This design comes from an exercise in tuning for small area, a short achievable clock period and few clock cycles per item on the open sky130 flow, not from production work.
Function was checked by simulation only, so behaviour that the tests miss may differ from the original.

### flow/constraint.sdc
create_clock -name core_clock -period 65.0 [get_ports {clk}]
set_input_delay 13.0000 -clock core_clock [delete_from_list [all_inputs] [get_ports {clk}]]
set_output_delay 13.0000 -clock core_clock [all_outputs]
set_load 0.01 [all_outputs]
### flow/design.v
module filet_enc (
    input  wire        clk,
    input  wire        rst,           
    input  wire        in_valid,
    output reg         in_ready,
    input  wire [19:0] in_data,       
    input  wire        in_eos,        
    input  wire        in_eol,        
    input  wire [1:0]  cfg_depth,     
    input  wire [5:0]  cfg_e,         
    output reg         out_valid,
    input  wire        out_ready,
    output reg  [31:0] out_data,
    output reg         out_last
);
    localparam N    = 34;             
    localparam CAP  = 88;             
    integer i, j, k;
    function [4:0] bits_of;
        input [1:0] d;
        bits_of = (d == 2'd0) ? 5'd10 : (d == 2'd1) ? 5'd12 : 5'd20;
    endfunction
    wire        fire = in_valid & in_ready;
    reg  [5:0]  n_acc;                
    reg         sos_acc;              
    wire        last_in = in_eos | in_eol | (n_acc == 6'd31);
    reg  [21:0] drum [0:N-1];         
    reg         synced;               
    reg  [5:0]  wcnt;                 
    reg  [5:0]  nval;                 
    reg  [5:0]  unp;                  
    wire [21:0] ex = drum[N-1];
    wire        ex_v = ex[21];
    reg  [5:0]  bf_e   [0:3];
    reg  [1:0]  bf_d   [0:3];
    reg         bf_sos [0:3];
    reg         bf_eol [0:3];
    reg  [4:0]  bf_k   [0:3];
    reg         bf_vb  [0:3];
    reg         bf_dec [0:3];
    reg  [2:0]  bf_wp;                
    reg  [1:0]  bf_dp;                
    reg  [2:0]  bf_rp;                
    reg  [2:0]  bf_fp;                
    reg         f0_v, f0_first, f0_last, f0_sos, f0_eos, f0_eol;
    reg  [19:0] f0_x;
    reg  [1:0]  f0_d;
    reg  [5:0]  f0_e;
    reg  [19:0] fx_prev;
    reg         fb_sos;               
    wire [4:0]  f0_b    = bits_of(f0_d);
    wire [20:0] f0_top  = (21'd1 << f0_b) - 21'd1;
    wire [19:0] f0_half = 20'd1 << (f0_b - 5'd1);
    wire [19:0] f0_base = f0_sos ? f0_half : fx_prev;
    wire [20:0] f0_D    = {1'b0, f0_x} - {1'b0, f0_base};
    wire        f0_sg   = f0_D[20];
    wire [19:0] f0_A    = f0_sg ? (20'd0 - f0_D[19:0]) : f0_D[19:0];
    wire [6:0]  f0_step = {f0_e, 1'b1};
    wire [20:0] f0_tx   = f0_top - {1'b0, f0_x};
    wire        f0_xlo  = (f0_x[19:6] == 14'd0);
    wire        f0_xhi  = (f0_tx[20:6] == 15'd0);
    reg  [6:0]  f0_r;
    reg  [6:0]  f0_q;
    reg  [7:0]  dt;
    always @* begin
        f0_r = 7'd0;
        for (j = 19; j >= 13; j = j - 1) begin
            dt = {f0_r, f0_A[j]};
            if (dt >= {1'b0, f0_step}) begin
                f0_r = dt - {1'b0, f0_step};
                f0_q[j-13] = 1'b1;
            end else begin
                f0_r = dt[6:0];
                f0_q[j-13] = 1'b0;
            end
        end
    end
    reg         f1_v, f1_first, f1_last, f1_sos, f1_sg, f1_xlo, f1_xhi;
    reg  [12:0] f1_A;
    reg  [6:0]  f1_r;
    reg  [19:13] f1_q;
    reg  [5:0]  f1_e;
    reg  [1:0]  f1_d;
    reg  [5:0]  f1_x6, f1_t6;
    wire [6:0]  f1_step = {f1_e, 1'b1};
    reg  [6:0]  f1_rn;
    reg  [12:6] f1_qn;
    reg  [7:0]  dt1;
    always @* begin
        f1_rn = f1_r;
        for (j = 12; j >= 6; j = j - 1) begin
            dt1 = {f1_rn, f1_A[j]};
            if (dt1 >= {1'b0, f1_step}) begin
                f1_rn = dt1 - {1'b0, f1_step};
                f1_qn[j] = 1'b1;
            end else begin
                f1_rn = dt1[6:0];
                f1_qn[j] = 1'b0;
            end
        end
    end
    reg         f2_v, f2_first, f2_last, f2_sos, f2_sg, f2_xlo, f2_xhi;
    reg  [5:0]  f2_A;
    reg  [6:0]  f2_r;
    reg  [19:6] f2_q;
    reg  [5:0]  f2_e;
    reg  [1:0]  f2_d;
    reg  [5:0]  f2_x6, f2_t6;
    wire [6:0]  f2_step = {f2_e, 1'b1};
    reg  [6:0]  f2_rn;
    reg  [5:0]  f2_qn;
    reg  [7:0]  dt2;
    always @* begin
        f2_rn = f2_r;
        for (j = 5; j >= 0; j = j - 1) begin
            dt2 = {f2_rn, f2_A[j]};
            if (dt2 >= {1'b0, f2_step}) begin
                f2_rn = dt2 - {1'b0, f2_step};
                f2_qn[j] = 1'b1;
            end else begin
                f2_rn = dt2[6:0];
                f2_qn[j] = 1'b0;
            end
        end
    end
    reg         f3_v, f3_first, f3_last, f3_sos, f3_sg, f3_xlo, f3_xhi;
    reg  [19:0] f3_Q;
    reg  [6:0]  f3_R;
    reg  [5:0]  f3_e;
    reg  [1:0]  f3_d;
    reg  [5:0]  f3_x6, f3_t6;
    reg  signed [7:0] fdxA, fdxB;     
    reg         fpend;                
    wire        dec_vb;               
    reg         dec_now;
    reg         vb_reg;
    wire        vsel = dec_now ? dec_vb : vb_reg;
    function [9:0] qstep;             
        input        sg;
        input [6:0]  R;
        input signed [7:0] dxp;
        input [5:0]  e;
        input        xlo, xhi;
        input [5:0]  x6, t6;
        reg signed [9:0] v, rr, rs, dxn, se, st, xx, tt;
        reg [1:0] adj;
        reg signed [7:0] dxo;
        begin
            rr  = {3'd0, R};
            rs  = sg ? -rr : rr;
            v   = rs + dxp;
            se  = {4'd0, e};
            st  = {3'd0, e, 1'b1};
            xx  = {4'd0, x6};
            tt  = {4'd0, t6};
            if (v > se) begin
                adj = 2'b01; dxn = v - st;
            end else if (v < -se) begin
                adj = 2'b11; dxn = v + st;
            end else begin
                adj = 2'b00; dxn = v;
            end
            if (xlo && dxn > xx)
                dxo = xx[7:0];
            else if (xhi && dxn < -tt)
                dxo = -tt[7:0];
            else
                dxo = dxn[7:0];
            qstep = {adj, dxo};
        end
    endfunction
    wire signed [7:0] f3_dxp = fpend ? (vsel ? fdxB : fdxA) : fdxA;
    wire        f3_new = f3_first & ~f3_sos;     
    wire [9:0]  f3_resA = qstep(f3_sg, f3_R, (f3_sos & f3_first) ? 8'sd0 : f3_dxp,
                                f3_e, f3_xlo, f3_xhi, f3_x6, f3_t6);
    wire [9:0]  f3_resB = qstep(f3_sg, f3_R, 8'sd0,
                                f3_e, f3_xlo, f3_xhi, f3_x6, f3_t6);
    reg         f4_v, f4_first, f4_last, f4_sg, f4_new;
    reg  [19:0] f4_Q;
    reg  [1:0]  f4_aA, f4_aB;
    reg  [1:0]  f4_d;
    wire [1:0]  f4_a = (f4_new & vsel) ? f4_aB : f4_aA;
    wire [20:0] f4_M = {1'b0, f4_Q} + {20'd0, f4_a[0]};    
    wire [20:0] f4_u = (f4_M == 21'd0) ? 21'd0 :
                       f4_sg ? ({f4_M[19:0], 1'b0} - 21'd1) : {f4_M[19:0], 1'b0};
    wire [4:0]  f4_b = bits_of(f4_d);
    reg  [10:0] cost [0:20];
    reg  [5:0]  term [0:20];
    always @* begin
        for (k = 0; k <= 20; k = k + 1) begin
            if ((f4_u >> k) < 24)
                term[k] = (f4_u >> k) + 1 + k;
            else
                term[k] = 6'd25 + {1'b0, f4_b};
        end
    end
    reg  [9:0]  nb;                   
    reg  [4:0]  blk_b;
    reg  [10:0] mv [0:20];
    reg  [4:0]  mi [0:20];
    reg  [20:0] gt;
    always @* begin
        for (k = 0; k <= 20; k = k + 1) begin
            mv[k] = (k <= blk_b) ? cost[k] : 11'h7ff;
            mi[k] = k;
            gt[k] = (k > blk_b) || (cost[k] > {1'b0, nb});
        end
    end
    assign dec_vb = &gt;
    reg  [10:0] t1v [0:10];  reg [4:0] t1i [0:10];
    reg  [10:0] t2v [0:5];   reg [4:0] t2i [0:5];
    reg  [10:0] t3v [0:2];   reg [4:0] t3i [0:2];
    reg  [10:0] t4v [0:1];   reg [4:0] t4i [0:1];
    reg  [4:0]  dec_k;
    always @* begin
        for (k = 0; k < 10; k = k + 1) begin
            if (mv[2*k+1] < mv[2*k]) begin t1v[k] = mv[2*k+1]; t1i[k] = mi[2*k+1]; end
            else                      begin t1v[k] = mv[2*k];   t1i[k] = mi[2*k];   end
        end
        t1v[10] = mv[20]; t1i[10] = mi[20];
        for (k = 0; k < 5; k = k + 1) begin
            if (t1v[2*k+1] < t1v[2*k]) begin t2v[k] = t1v[2*k+1]; t2i[k] = t1i[2*k+1]; end
            else                        begin t2v[k] = t1v[2*k];   t2i[k] = t1i[2*k];   end
        end
        t2v[5] = t1v[10]; t2i[5] = t1i[10];
        for (k = 0; k < 3; k = k + 1) begin
            if (t2v[2*k+1] < t2v[2*k]) begin t3v[k] = t2v[2*k+1]; t3i[k] = t2i[2*k+1]; end
            else                        begin t3v[k] = t2v[2*k];   t3i[k] = t2i[2*k];   end
        end
        if (t3v[1] < t3v[0]) begin t4v[0] = t3v[1]; t4i[0] = t3i[1]; end
        else                 begin t4v[0] = t3v[0]; t4i[0] = t3i[0]; end
        t4v[1] = t3v[2]; t4i[1] = t3i[2];
        dec_k = (t4v[1] < t4v[0]) ? t4i[1] : t4i[0];
    end
    reg         rd_first;             
    wire        adv;                  
    wire        bf_avail = (bf_rp != bf_wp);
    wire        consume = synced & ex_v & adv & (~rd_first | bf_avail);
    wire        mv_up = ~synced & ex_v & ~drum[0][21];
    reg         p1_v, p1_first, p1_last;
    reg  [1:0]  p1_i;
    reg  [19:0] p1_x;
    reg  [19:0] bx_prev;
    wire [5:0]  p1_e    = bf_e[p1_i];
    wire [4:0]  p1_b    = bits_of(bf_d[p1_i]);
    wire [20:0] p1_top  = (21'd1 << p1_b) - 21'd1;
    wire [19:0] p1_half = 20'd1 << (p1_b - 5'd1);
    wire [19:0] p1_base = (p1_first & bf_sos[p1_i]) ? p1_half : bx_prev;
    wire [20:0] p1_D    = {1'b0, p1_x} - {1'b0, p1_base};
    wire        p1_sg   = p1_D[20];
    wire [19:0] p1_A    = p1_sg ? (20'd0 - p1_D[19:0]) : p1_D[19:0];
    wire [6:0]  p1_step = {p1_e, 1'b1};
    wire [20:0] p1_tx   = p1_top - {1'b0, p1_x};
    reg  [6:0]  p1_r;
    reg  [6:0]  p1_q;
    reg  [7:0]  bt;
    always @* begin
        p1_r = 7'd0;
        for (j = 19; j >= 13; j = j - 1) begin
            bt = {p1_r, p1_A[j]};
            if (bt >= {1'b0, p1_step}) begin
                p1_r = bt - {1'b0, p1_step};
                p1_q[j-13] = 1'b1;
            end else begin
                p1_r = bt[6:0];
                p1_q[j-13] = 1'b0;
            end
        end
    end
    reg         p2_v, p2_first, p2_last, p2_sg, p2_xlo, p2_xhi;
    reg  [1:0]  p2_i;
    reg  [19:0] p2_x;
    reg  [12:0] p2_A;
    reg  [6:0]  p2_r;
    reg  [19:13] p2_q;
    reg  [5:0]  p2_t6;
    wire [6:0]  p2_step = {bf_e[p2_i], 1'b1};
    reg  [6:0]  p2_rn;
    reg  [12:6] p2_qn;
    reg  [7:0]  bt2;
    always @* begin
        p2_rn = p2_r;
        for (j = 12; j >= 6; j = j - 1) begin
            bt2 = {p2_rn, p2_A[j]};
            if (bt2 >= {1'b0, p2_step}) begin
                p2_rn = bt2 - {1'b0, p2_step};
                p2_qn[j] = 1'b1;
            end else begin
                p2_rn = bt2[6:0];
                p2_qn[j] = 1'b0;
            end
        end
    end
    reg         p3_v, p3_first, p3_last, p3_sg, p3_xlo, p3_xhi;
    reg  [1:0]  p3_i;
    reg  [19:0] p3_x;
    reg  [5:0]  p3_A;
    reg  [6:0]  p3_r;
    reg  [19:6] p3_q;
    reg  [5:0]  p3_t6;
    wire [6:0]  p3_step = {bf_e[p3_i], 1'b1};
    reg  [6:0]  p3_rn;
    reg  [5:0]  p3_qn;
    reg  [7:0]  bt3;
    always @* begin
        p3_rn = p3_r;
        for (j = 5; j >= 0; j = j - 1) begin
            bt3 = {p3_rn, p3_A[j]};
            if (bt3 >= {1'b0, p3_step}) begin
                p3_rn = bt3 - {1'b0, p3_step};
                p3_qn[j] = 1'b1;
            end else begin
                p3_rn = bt3[6:0];
                p3_qn[j] = 1'b0;
            end
        end
    end
    reg         p4_v, p4_first, p4_last, p4_sg, p4_xlo, p4_xhi;
    reg  [1:0]  p4_i;
    reg  [19:0] p4_x;
    reg  [19:0] p4_Q;
    reg  [6:0]  p4_R;
    reg  [5:0]  p4_t6;
    reg  signed [7:0] bdx;            
    reg         pv_reg;               
    reg         p5_v, p5_first, p5_last;
    reg  [1:0]  p5_i;
    reg  [19:0] p5_x;
    reg  [20:0] p5_u;
    wire        p5_vb   = bf_vb[p5_i];
    wire        prevvb  = (p5_v & p5_last) ? p5_vb : pv_reg;
    wire        p4_rst  = p4_first & (bf_sos[p4_i] | prevvb);
    wire [9:0]  p4_res  = qstep(p4_sg, p4_R, p4_rst ? 8'sd0 : bdx, bf_e[p4_i],
                                p4_xlo, p4_xhi, p4_x[5:0], p4_t6);
    wire [20:0] p4_M = {1'b0, p4_Q} + {20'd0, p4_res[8]};
    wire [20:0] p4_u = (p4_M == 21'd0) ? 21'd0 :
                       p4_sg ? ({p4_M[19:0], 1'b0} - 21'd1) : {p4_M[19:0], 1'b0};
    wire [4:0]  p5_k  = bf_k[p5_i];
    wire [4:0]  p5_b  = bits_of(bf_d[p5_i]);
    wire [20:0] p5_m  = p5_u >> p5_k;
    wire        p5_esc = (p5_m >= 21'd24);
    reg  [5:0]  p5_F, p5_ZF, p5_len;
    reg  [20:0] p5_val;
    always @* begin
        if (p5_vb) begin
            p5_F = {1'b0, p5_b}; p5_ZF = {1'b0, p5_b}; p5_len = {1'b0, p5_b};
            p5_val = {1'b0, p5_x};
        end else if (p5_esc) begin
            p5_F = {1'b0, p5_b} + 6'd1; p5_ZF = {1'b0, p5_b} + 6'd1;
            p5_len = {1'b0, p5_b} + 6'd25;
            p5_val = p5_u;
        end else begin
            p5_F = {1'b0, p5_k}; p5_ZF = {1'b0, p5_k} + 6'd1;
            p5_len = p5_m[5:0] + 6'd1 + {1'b0, p5_k};
            p5_val = p5_u;
        end
    end
    wire [44:0] p5_code = (((45'd1 << p5_len) - 45'd1) & ~((45'd1 << p5_ZF) - 45'd1)) |
                          ({24'd0, p5_val} & ((45'd1 << p5_F) - 45'd1));
    wire [10:0] p5_hdr = p5_vb ? 11'd31 : {bf_e[p5_i], p5_k};
    reg         p6_v, p6_hf, p6_eol;
    reg  [10:0] p6_hdr;
    reg  [44:0] p6_code;
    reg  [5:0]  p6_len;
    reg  [CAP-1:0] acc;
    reg  [6:0]  cnt;
    reg  [4:0]  lbits;                
    reg         pad_pend;
    reg         mark_v;               
    reg  [6:0]  mark;                 
    reg         sk_v, sk_last;
    reg  [31:0] sk_data;
    wire        out_room = ~(out_valid & sk_v);
    wire [4:0]  padn     = 5'd0 - lbits;
    wire        do_pad   = pad_pend & ~mark_v & ({1'b0, cnt} + {3'd0, padn} <= CAP);
    wire        ext      = (cnt >= 7'd32) & out_room & ~do_pad;
    wire [6:0]  cnt_x    = ext ? cnt - 7'd32 : cnt;
    wire [CAP-1:0] word_sh = acc >> (cnt - 7'd32);
    wire        w_last   = mark_v & (cnt - 7'd32 == mark);
    wire [7:0]  need     = {1'b0, cnt_x} + (p6_hf ? 8'd11 : 8'd0) + {2'd0, p6_len};
    wire        pk_ok    = ~p6_v | (~pad_pend & (need <= CAP));
    wire        dec_ok   = ~p5_v | bf_dec[p5_i];
    assign      adv      = pk_ok & dec_ok;
    wire        app      = p6_v & adv;
    wire [CAP-1:0] acc1 = (app & p6_hf) ? {acc[CAP-12:0], p6_hdr} : acc;
    wire [5:0]  sh      = app ? p6_len : (do_pad ? {1'b0, padn} : 6'd0);
    wire [CAP-1:0] acc2 = (acc1 << sh) | (app ? {{(CAP-45){1'b0}}, p6_code} : {CAP{1'b0}});
    wire [6:0]  added   = (app ? ((p6_hf ? 7'd11 : 7'd0) + {1'b0, p6_len}) : 7'd0) +
                          (do_pad ? {2'd0, padn} : 7'd0);
    always @(posedge clk) begin
        for (i = N-1; i >= 2; i = i - 1)
            drum[i] <= drum[i-1];
        drum[1] <= fire ? {1'b1, last_in, in_data} : mv_up ? ex : drum[0];
        drum[0] <= {ex_v & ~consume & ~mv_up, ex[20:0]};
        f0_x   <= in_data;
        f0_d   <= cfg_depth;
        f0_e   <= cfg_e;
        f0_eol <= in_eol;
        f0_first <= (n_acc == 6'd0);
        f0_last  <= last_in;
        f0_sos   <= sos_acc;
        f1_A <= f0_A[12:0];
        f1_r <= f0_r;
        f1_q <= f0_q;
        f1_sg <= f0_sg;
        f1_e <= f0_e; f1_d <= f0_d;
        f1_first <= f0_first; f1_last <= f0_last; f1_sos <= f0_sos;
        f1_xlo <= f0_xlo; f1_xhi <= f0_xhi;
        f1_x6 <= f0_x[5:0]; f1_t6 <= f0_tx[5:0];
        if (f0_v) begin
            fx_prev <= f0_x;
            if (f0_first) fb_sos <= f0_sos;
        end
        f2_A <= f1_A[5:0];
        f2_r <= f1_rn;
        f2_q <= {f1_q, f1_qn};
        f2_sg <= f1_sg;
        f2_e <= f1_e; f2_d <= f1_d;
        f2_first <= f1_first; f2_last <= f1_last; f2_sos <= f1_sos;
        f2_xlo <= f1_xlo; f2_xhi <= f1_xhi;
        f2_x6 <= f1_x6; f2_t6 <= f1_t6;
        f3_Q <= {f2_q, f2_qn};
        f3_R <= f2_rn;
        f3_sg <= f2_sg;
        f3_e <= f2_e; f3_d <= f2_d;
        f3_first <= f2_first; f3_last <= f2_last; f3_sos <= f2_sos;
        f3_xlo <= f2_xlo; f3_xhi <= f2_xhi;
        f3_x6 <= f2_x6; f3_t6 <= f2_t6;
        f4_Q <= f3_Q;
        f4_sg <= f3_sg;
        f4_d <= f3_d;
        f4_first <= f3_first; f4_last <= f3_last;
        f4_new <= f3_new;
        f4_aA <= f3_resA[9:8];
        f4_aB <= f3_resB[9:8];
        if (f3_v) begin
            fdxA  <= f3_resA[7:0];
            fdxB  <= f3_resB[7:0];
            fpend <= f3_new;
        end else if (fpend & dec_now) begin
            fdxA  <= dec_vb ? fdxB : fdxA;
            fpend <= 1'b0;
        end
        if (f4_v) begin
            for (k = 0; k <= 20; k = k + 1)
                cost[k] <= f4_first ? {5'd0, term[k]} : cost[k] + {5'd0, term[k]};
            nb    <= f4_first ? {5'd0, f4_b} : nb + {5'd0, f4_b};
            blk_b <= f4_b;
        end
        if (dec_now) vb_reg <= dec_vb;
        if (dec_now) begin
            bf_k[bf_dp]   <= dec_k;
            bf_vb[bf_dp]  <= dec_vb;
            bf_dec[bf_dp] <= 1'b1;
        end
        if (f0_v & f0_last) begin
            bf_e[bf_wp[1:0]]   <= f0_e;
            bf_d[bf_wp[1:0]]   <= f0_d;
            bf_sos[bf_wp[1:0]] <= f0_first ? f0_sos : fb_sos;
            bf_eol[bf_wp[1:0]] <= f0_eol;
            bf_dec[bf_wp[1:0]] <= 1'b0;
        end
        if (adv) begin
            p1_v <= consume;
            if (consume) begin
                p1_x     <= ex[19:0];
                p1_last  <= ex[20];
                p1_first <= rd_first;
                p1_i     <= bf_rp[1:0];
            end
            p2_v <= p1_v;
            p2_first <= p1_first; p2_last <= p1_last; p2_i <= p1_i;
            p2_x <= p1_x;
            p2_A <= p1_A[12:0];
            p2_r <= p1_r; p2_q <= p1_q; p2_sg <= p1_sg;
            p2_xlo <= (p1_x[19:6] == 14'd0);
            p2_xhi <= (p1_tx[20:6] == 15'd0);
            p2_t6 <= p1_tx[5:0];
            if (p1_v) bx_prev <= p1_x;
            p3_v <= p2_v;
            p3_first <= p2_first; p3_last <= p2_last; p3_i <= p2_i;
            p3_x <= p2_x;
            p3_A <= p2_A[5:0];
            p3_r <= p2_rn; p3_q <= {p2_q, p2_qn}; p3_sg <= p2_sg;
            p3_xlo <= p2_xlo; p3_xhi <= p2_xhi; p3_t6 <= p2_t6;
            p4_v <= p3_v;
            p4_first <= p3_first; p4_last <= p3_last; p4_i <= p3_i;
            p4_x <= p3_x;
            p4_Q <= {p3_q, p3_qn}; p4_R <= p3_rn; p4_sg <= p3_sg;
            p4_xlo <= p3_xlo; p4_xhi <= p3_xhi; p4_t6 <= p3_t6;
            p5_v <= p4_v;
            p5_first <= p4_first; p5_last <= p4_last; p5_i <= p4_i;
            p5_x <= p4_x;
            p5_u <= p4_u;
            if (p4_v) bdx <= p4_res[7:0];
            if (p5_v & p5_last) pv_reg <= p5_vb;
            p6_v    <= p5_v;
            p6_hf   <= p5_first;
            p6_hdr  <= p5_hdr;
            p6_code <= p5_code;
            p6_len  <= p5_len;
            p6_eol  <= p5_last & bf_eol[p5_i];
        end
        acc <= acc2;
        if (~out_valid | out_ready) begin
            if (sk_v) begin
                out_data <= sk_data; out_last <= sk_last;
                sk_data  <= word_sh[31:0]; sk_last <= w_last;
                sk_v     <= ext;
            end else begin
                out_data <= word_sh[31:0]; out_last <= w_last;
                out_valid <= ext;
            end
        end else if (ext) begin
            sk_data <= word_sh[31:0]; sk_last <= w_last;
            sk_v    <= 1'b1;
        end
        if (rst) begin
            for (i = 0; i < N; i = i + 1)
                drum[i][21] <= 1'b0;
            in_ready  <= 1'b1;
            n_acc     <= 6'd0;
            sos_acc   <= 1'b1;
            synced    <= 1'b1;
            wcnt      <= 6'd0;
            nval      <= 6'd0;
            unp       <= 6'd0;
            f0_v <= 1'b0; f1_v <= 1'b0; f2_v <= 1'b0; f3_v <= 1'b0; f4_v <= 1'b0;
            fpend     <= 1'b0;
            dec_now   <= 1'b0;
            bf_wp <= 3'd0; bf_dp <= 2'd0; bf_rp <= 3'd0; bf_fp <= 3'd0;
            rd_first  <= 1'b1;
            p1_v <= 1'b0; p2_v <= 1'b0; p3_v <= 1'b0; p4_v <= 1'b0;
            p5_v <= 1'b0; p6_v <= 1'b0;
            pv_reg    <= 1'b0;
            cnt       <= 7'd0;
            lbits     <= 5'd0;
            pad_pend  <= 1'b0;
            mark_v    <= 1'b0;
            out_valid <= 1'b0;
            sk_v      <= 1'b0;
        end else begin
            if (fire) begin
                n_acc   <= last_in ? 6'd0 : n_acc + 6'd1;
                sos_acc <= in_eos | in_eol;
            end
            f0_v <= fire;
            f1_v <= f0_v; f2_v <= f1_v; f3_v <= f2_v; f4_v <= f3_v;
            dec_now <= f4_v & f4_last;
            nval <= nval + {5'd0, fire} - {5'd0, consume};
            if (synced) begin
                unp <= nval + {5'd0, fire} - 6'd1;
                in_ready <= (~ex_v | consume) & ~(fire & in_eol) &
                            ({1'b0, bf_wp - bf_fp} + {2'd0, f0_v & f0_last} +
                             {2'd0, fire & last_in} <= 4'd3);
            end else begin
                unp <= unp - {5'd0, ex_v};
                in_ready <= (unp == {5'd0, ex_v}) & (~ex_v | mv_up) & ~(fire & in_eol) &
                            ({1'b0, bf_wp - bf_fp} + {2'd0, f0_v & f0_last} +
                             {2'd0, fire & last_in} <= 4'd3);
            end
            if (consume) begin
                rd_first <= ex[20];
                if (ex[20]) bf_rp <= bf_rp + 3'd1;
            end
            if (synced) begin
                if (ex_v & ~consume) begin
                    synced <= 1'b0;
                    wcnt   <= N - 1;
                end
            end else begin
                wcnt <= wcnt - 6'd1;
                if (wcnt == 6'd1) synced <= 1'b1;
            end
            if (f0_v & f0_last) bf_wp <= bf_wp + 3'd1;
            if (dec_now) bf_dp <= bf_dp + 2'd1;
            if (adv & p5_v & p5_last) bf_fp <= bf_fp + 3'd1;
            cnt   <= cnt_x + added;
            lbits <= lbits + added[4:0];
            if (app & p6_eol) pad_pend <= 1'b1;
            if (do_pad) begin
                pad_pend <= 1'b0;
                mark_v   <= 1'b1;
                mark     <= 7'd0;
                lbits    <= 5'd0;
            end else if (mark_v) begin
                if (ext & w_last) mark_v <= 1'b0;
                mark <= mark + added;
            end
        end
    end
endmodule
### flow/config.mk
export PLATFORM = sky130hd
export DESIGN_NAME = filet_enc
export DESIGN_NICKNAME = filet_enc
export VERILOG_FILES = /design/flow/design.v
export SDC_FILE = /design/flow/constraint.sdc
export NUM_CORES = 4
export LEC_CHECK = 0
export CAP_MARGIN = 20
export CORE_MARGIN = 2
export CORE_UTILIZATION = 40
export SLEW_MARGIN = 20
### flow/run.sh
#!/bin/bash
# synth_recipe.tcl (not shown) runs the flow's synth.tcl, then flattens the netlist and writes it again
# the make line also repeats each setting of config.mk as NAME=value (left out here)
make -C /OpenROAD-flow-scripts/flow DESIGN_CONFIG=/design/flow/config.mk WORK_HOME=/design/flow/orfs CLKGATE_MAP_FILE= SYNTH_SCRIPT=/design/flow/synth_recipe.tcl finish
==> impl_metrics.csv <==
group,metric,value,unit
run_status,status,"complete, no violations",
cells_and_area,regMostFlops,"drum",
setup_path,slowest_delay,0.72,ns
yosys,post-synth-top-count-cell,"dfxtp_1",
yosys,synth_top_family_by_area,"compound AO/OA/AOI/OAI gates",
cells_and_area,num-fill-cells,26800,
global_routing,antenna_found_initial,11,
yosys,ys_ff_latch,1898,
yosys,synth_edf_count,760,
global_routing,grt_pass1_vias,85500,
cells_and_area,nets,12800,
timing,layout_min_cycle_time,20.71,ns
timing,worst_slew_pin_slew,1.11,ns
die,start_util,40.2,%
clocking,cts_made_buffers,210,
timing,slew_headroom,25.8,%
cells_and_area,reg.largest.list,"drum (748), cost (231), acc (88)",
timing,finalHoldViolCount,0,
setup_path,crit_arrival,21.34,ns
timing,fin_tns_setup,0,ns
setup_path,r2r-end,"p2_r[6]",
clocking,cts.clk_slew.worst_paths,0.06,ns
job,maxCapViolations,0,
yosys,synth.area.mux_share,11.3,%
setup_path,ff2ff_setup_slack,44.29,ns
yosys,synth_area,115000,um2
timing,timing.final.max_slew_violations,0,
yosys,synth-compound-area-share,13.6,%
clocking,cts_sinks,1898,
die,die_w,539,um
yosys,synthArstFlopShare,0,%
global_routing,grt_max_degree,98,
die,std_cell_rows,196,
clocking,cts_buffer_depth,4,
cells_and_area,seqCellArea,45600,um2
drt,wl_per_cell,21.3,um
global_routing,grt_first_pass_wirelength,507000,um
clocking,clk_latency,0.91,ns
drt,drt-total-wl,330000,um
yosys,ys.flop_type,"dfxtp_1",
drt,drt_iter0_markers,7086,
yosys,ys_seq_area_share,39.8,%
timing,max_freq,0.0483,GHz
drt,drt_first_pass_iters,6,
placement,port_buffers,68,
yosys,yosys_warnings,14,
global_routing,grt_usage,22.0,%
setup_path,crit_path_end,"p2_r[6]",
yosys,synth_adder_area_share,13.4,%
clocking,tritoncts,"yes",
drt,antenna_left,0,
timing,worst_clock_skew,0.0942,ns
timing,setup_ws,44.29,ns
placement,dpl.hpwl,251000,um
clocking,cts_resized,0,
timing,fin_crit_sh,31.9,%
drt,drc,0,
die,core,285000,um2
yosys,synth_top_area_share,19.9,%
setup_path,crit_type,"flip-flop to flip-flop",
die,die_area,291000,um2
setup_path,crit_slowest_cell,"nor4b_1",
cells_and_area,syn2layout_area_growth,10.5,%
clocking,cts-root-buf,"clkbuf_16",
timing,rsz0062_at_grt,"false",
setup_path,startpoint_type,"flip-flop",
timing,setup_violations,0,
cells_and_area,largest_register_ffs,748,
yosys,yosysTopAreaCell,"edfxtp_1",
die,ios,69,
yosys,synth_area_per_cell,9.91,um2
yosys,synthXorXnorAreaFrac,5.26,%
drt,viasPerCell,5.63,
yosys,synth_cell_types,103,
cells_and_area,multi_input_area,65300,um2
die,die_height,539,um
setup_path,crit_required,65.63,ns
yosys,yosys.area_share.simple,13.3,%
setup_path,path_max_fanout,20,
setup_path,worst_setup_path_end_kind,"flip-flop",
yosys,synthTopCellsByArea,"edfxtp_1, dfxtp_1, ha_1",
timing,whs,0.304,ns
clocking,htreeDepth,4,
placement,globalplace.congestion,0.954,
drt,vias,87100,
setup_path,crit_top_cell,"a21oi_1",
global_routing,overflow,0,
cells_and_area,final_layout_size_suffix_gt1_share,9.16,%
clocking,post_cts_buffers,0,
hold_path,hold_path_class,"flip-flop to flip-flop",
yosys,synthCells,11600,
setup_path,r2r_cells,80,
yosys,synth_commonest_cells,"dfxtp_1, ha_1, nor2_1",
placement,pre_cts_ws,44.32,ns
clocking,cts_hold_buf,0,
critical path: cells and delay by family, from the launching register on:
family,cells,cell delay [ns]
compound gates,45,9.35
fa+ha+maj,9,3.61
simple gates,10,2.71
mux,6,2.08
xor+xnor,5,1.36
flops,1,0.71
buf+inv,5,0.56
through the flow:
step	util (%)	cells	instance area (um2)
5_1_grt	44.4	15500	127000
2_1_floorplan	-	11600	115000
3_3_place_gp	41.9	15100	119000
4_1_cts	44.4	15500	127000
3_5_place_dp	41.9	15100	119000
6_report	44.5	15500	127000
cell type report:
type	instances	share of cell area (%)
flip-flops and latches	1898	36.0
repair buffers	188	1.24
well taps	3762	3.71
multi-input cells	8641	51.5
inverters	608	1.81
clock buffers	266	4.66
diodes	2	0.00395
clock inverters	119	1.07
how the worst min path moves through the flow:
| stage | startpoint | end | slack (ns) | depth (start not counted) |
|---|---|---|---|---|
| after global routing | drum[28][20] | drum[29][20] | 0.32 | 0 |
| final | drum[29][4] | drum[30][4] | 0.30 | 0 |
| after detailed placement | drum[10][10] | drum[11][10] | 0.31 | 0 |
| after CTS | drum[12][20] | drum[13][20] | 0.30 | 0 |
| after global placement | drum[14][5] | drum[15][5] | 0.31 | 0 |
| after floorplan | drum[9][0] | drum[10][0] | 0.31 | 0 |
cells by family (layout without fill, tap and decap cells):
family	Yosys count	after routing
xor+xnor	689	689
mux	1055	1055
simple gates	3223	3223
flops	1898	1898
buf+inv	1041	1181
fa+ha+maj	1177	1177
other cells	1	8
compound gates	2491	2491
layout by cell type (no fill, tap or decap), drive strengths merged, types with 93 or more instances in the layout:
master	netlist	routed
a21o	225	225
a21oi	818	818
a31oi	93	93
and2	96	96
buf	96	121
clkbuf	337	266
dfxtp	1138	1138
edfxtp	760	760
ha	1095	1095
inv	600	621
mux2	264	264
mux2i	625	625
mux4	166	166
nand2	961	961
nand2b	116	116
nand3	167	167
nand4	128	128
nor2	984	984
nor2b	218	218
nor3	171	171
o21a	111	111
o21ai	564	564
o21bai	127	127
xnor2	438	438
xor2	251	251
per-layer routing:
layer | global-route usage (%) | share of wire, % | routed length [um] | up-vias
li1 | - | - | - | 41700
met1 | 30.9 | 46 | 152000 | 42200
met2 | 35.0 | 45 | 147000 | 2667
met3 | 2.61 | 5.7 | 18600 | 578
met4 | 7.27 | 3.4 | 11200 | 0
met5 | 0 | 0 | 0 | -
Testbench counts, summed over its fixed seeds: cycles 109,761, samples 109,175.

==> port drivers added, routing unchanged <==
How much do the figures lean on ideal ports? The routed layout below was timed once more, with nothing changed but the port constraints.
Step 1: set_driving_cell puts a clkbuf_16 on clk and a buf_2 on each other input, an assumption about the parent block.
Step 2 also shifts input and output timing later by t, the mid clock arrival at the registers, as if the neighbouring blocks saw the same clock.
Slacks: ideal ports / drivers / drivers and shift; pairs: ideal ports / drivers.
t, ns: 0.953
setup slack, ns: 44.291 / 44.291 / 44.291
worst setup path at the end: register to register
slew at the worst register clock pin (ns): 0.07 / 0.07
After both steps setup and hold are still met in this run. The setup slack of this run moves by 0.000 ns with the drivers and by 0.000 ns with both steps.
